This is an optimization exercise on Yosys and OpenROAD, whose aim is small area, not a production implementation.
In this exercise RTL edits were held to simulation tests only and were not proved equivalent to the original.
Power is estimated from default activity; no workload was simulated.

## try-delta
Design acq_decim, start of the top module:
module acq_decim (
    input  wire        clk,
    input  wire        rst,
    input  wire        start,
    input  wire [2:0]  order,
    input  wire [10:0] ratio,
    input  wire [31:0] cal_ofs,
    input  wire [31:0] cal_gain,
    input  wire        x_valid,
    input  wire [13:0] x,
    output reg         res_valid,
    output wire [29:0] res_f,
    output wire [31:0] res_v,
    output wire        res_clip,
    output wire        res_sat
);
Settings: LEC_CHECK=0, CAP_MARGIN=5, CORE_MARGIN=2, CORE_UTILIZATION=65, SLEW_MARGIN=5, SYNTH_HIERARCHICAL=1, SYNTH_MINIMUM_KEEP_SIZE=0; clock period 12.0 ns.
standard.sh (not shown) runs the stock make flow with config.mk's settings and CLKGATE_MAP_FILE= SYNTH_SCRIPT=/design/flow/synth_recipe.tcl, a recipe that flattens the netlist after the stock synthesis.
==> flow/flow/run.sh <==
#!/bin/bash
set -uo pipefail
bash standard.sh \
  "BUFFER_PORTS_ARGS=-buffer_cell sky130_fd_sc_hd__buf_1" \
  "CTS_ARGS=-sink_clustering_enable -repair_clock_nets -dont_use_dummy_load" \
  finish > flow_make.log 2>&1
rc=$?
tail -40 flow_make.log
exit $rc
diff inputs: try-delta => try-lagoon
==> flow/flow/run.sh <==
#!/bin/bash
set -uo pipefail
bash standard.sh \
  "BUFFER_PORTS_ARGS=-buffer_cell sky130_fd_sc_hd__buf_1" \
  "CTS_ARGS=-sink_clustering_enable -repair_clock_nets -dont_use_dummy_load -buf_list sky130_fd_sc_hd__clkbuf_8 -sink_clustering_size 10 -sink_clustering_max_diameter 50" \
  finish > flow_make.log 2>&1
rc=$?
tail -40 flow_make.log
exit $rc
--- a/flow/config.mk
+++ b/flow/config.mk
@@ -6,8 +6,8 @@
 export NUM_CORES = 4
 export LEC_CHECK = 0
-export CAP_MARGIN = 5
+export CAP_MARGIN = 20
 export CORE_MARGIN = 2
 export CORE_UTILIZATION = 65
-export SLEW_MARGIN = 5
+export SLEW_MARGIN = 20
 export SYNTH_HIERARCHICAL = 1
 export SYNTH_MINIMUM_KEEP_SIZE = 0
### Flow results
Comparing try-delta and try-lagoon, number of fill cells in the layout is higher on try-lagoon. Comparing try-delta and try-lagoon, the lower worst path setup slack after routing is on try-lagoon. Routed wire length: try-lagoon vs try-delta, no meaningful difference. Taking try-delta as the reference, in try-lagoon wire length of the first global-routing pass fell 390 um; peak per-stage delay on the critical path rose 0.02 ns; worst hold slack fell 0.013 ns. Average vias per placed instance shrinks slightly when moving from try-delta to try-lagoon. try-delta → try-lagoon: critical path depth was more or less identical, areal power density over the cells went down by about 2.4%.
### try-lagoon -> try-harbor
==> flow/flow/run.sh <==
#!/bin/bash
set -uo pipefail
bash standard.sh \
  "BUFFER_PORTS_ARGS=-buffer_cell sky130_fd_sc_hd__buf_1" \
  "CTS_ARGS=-sink_clustering_enable -repair_clock_nets -dont_use_dummy_load -buf_list sky130_fd_sc_hd__clkbuf_8" \
  finish > flow_make.log 2>&1
rc=$?
tail -40 flow_make.log
exit $rc
--- a/flow/config.mk
+++ b/flow/config.mk
@@ -6,8 +6,8 @@
 export NUM_CORES = 4
 export LEC_CHECK = 0
-export CAP_MARGIN = 20
+export CAP_MARGIN = 5
 export CORE_MARGIN = 2
 export CORE_UTILIZATION = 65
-export SLEW_MARGIN = 20
+export SLEW_MARGIN = 5
 export SYNTH_HIERARCHICAL = 1
 export SYNTH_MINIMUM_KEEP_SIZE = 0
==> comparison <==
- Lower average routed wire per standard cell was reported by try-lagoon, not try-harbor.
- On hold slack: between try-harbor and try-lagoon, it ends up lower for try-lagoon.
- Comparing try-lagoon with try-harbor, the multi-input gate share of the layout cell area came out essentially unchanged.
- There was hardly any difference in maximum frequency between try-lagoon and try-harbor.
- Any difference in power between try-lagoon and try-harbor is small enough to ignore.
- Diff try-harbor..try-lagoon | fraction of area in clock buffers and inverters | negligible
- Number of tap cells added at floorplan essentially unchanged between try-harbor and try-lagoon.
- Fill cell total of the finished layout: try-lagoon vs try-harbor — no meaningful difference
- try-lagoon → try-harbor: power per unit of standard cell area went up by 0.33%, fraction of area in registers held steady, wire length went up by 0.32%.
Changes in try-amber relative to try-harbor:
--- a/flow/config.mk
+++ b/flow/config.mk
@@ -6,8 +6,8 @@
 export NUM_CORES = 4
 export LEC_CHECK = 0
-export CAP_MARGIN = 5
+export CAP_MARGIN = 20
 export CORE_MARGIN = 2
 export CORE_UTILIZATION = 65
-export SLEW_MARGIN = 5
+export SLEW_MARGIN = 20
 export SYNTH_HIERARCHICAL = 1
 export SYNTH_MINIMUM_KEEP_SIZE = 0
### Flow results
- Of the two candidates, try-harbor has the better minimum clock period and try-amber the worse one.
- try-amber reports a lower met2 routed wirelength than try-harbor does.
- As far as core utilization is concerned, try-amber and try-harbor perform about the same.
- Compared with try-harbor, non-clock buffer count in try-amber increased slightly.
- ~same number of nets in the finished design in try-amber and try-harbor
- Comparing try-harbor with try-amber, the clock transition at the registers of the reported paths came out essentially unchanged.
- Any difference in share of the clock period used by the worst path after layout between try-amber and try-harbor is small enough to ignore.
[inputs] try-umber vs try-amber
==> flow/flow/run.sh <==
#!/bin/bash
set -uo pipefail
bash standard.sh \
  "BUFFER_PORTS_ARGS=-buffer_cell sky130_fd_sc_hd__buf_1" \
  "CTS_ARGS=-sink_clustering_enable -repair_clock_nets -dont_use_dummy_load -buf_list sky130_fd_sc_hd__clkbuf_8 -sink_buffer_max_cap_derate 0.7" \
  finish > flow_make.log 2>&1
rc=$?
tail -40 flow_make.log
exit $rc
## What came out
try-umber finished every step from synthesis to the final layout, and the layout passed the timing, design-rule and antenna checks.
Re global-route usage: no difference whatsoever between try-amber and try-umber.
Net switching power essentially unchanged between try-amber and try-umber.
~same count of filler cells inserted in the layout in try-amber and try-umber
Number of primary I/O pins: try-umber vs try-amber identical
From try-umber to try-amber, final core utilization did not move at all.
Diff try-umber..try-amber | number of antenna violations at the first check in global routing | negligible
Number of cells upsized or downsized after cts: try-amber vs try-umber identical
Reported for try-amber and try-umber, largest fanout on the critical path turned out identical to the last digit.
From try-amber to try-umber the numbers moved as follows: top achievable clock speed stayed essentially flat, number of optimization iterations in the first detailed-route pass roughly the same.

## what the ideal ports hide
The results above use ideal ports. As a check the final layouts listed here were re-extracted and re-timed, cells and wires unchanged.
Step 1 assumes that a clkbuf_16 drives the clock port and a buf_2 every other input.
Step 2 times the ports against the registers' clock, not the clock port: input delays grow and output delays shrink by t, the midpoint of the rising clock arrivals with the driver on.
Slacks: ideal / step 1 / step 2; pairs: ideal / step 1.
run	t (ns)	slack for setup (ns)	worst setup path at the end	clock arrival spread, ns	pins driven straight from the clock port
try-delta	0.490	1.074 / 1.074 / 1.074	register to register	0.032 / 0.032	1
try-lagoon	0.515	1.055 / 1.055 / 1.055	register to register	0.048 / 0.048	1
try-harbor	0.514	1.063 / 1.063 / 1.063	register to register	0.047 / 0.047	1
try-amber	0.515	1.055 / 1.055 / 1.055	register to register	0.048 / 0.048	1
try-umber	0.515	1.055 / 1.055 / 1.055	register to register	0.048 / 0.048	1
After both steps setup and hold are still met in every run listed.
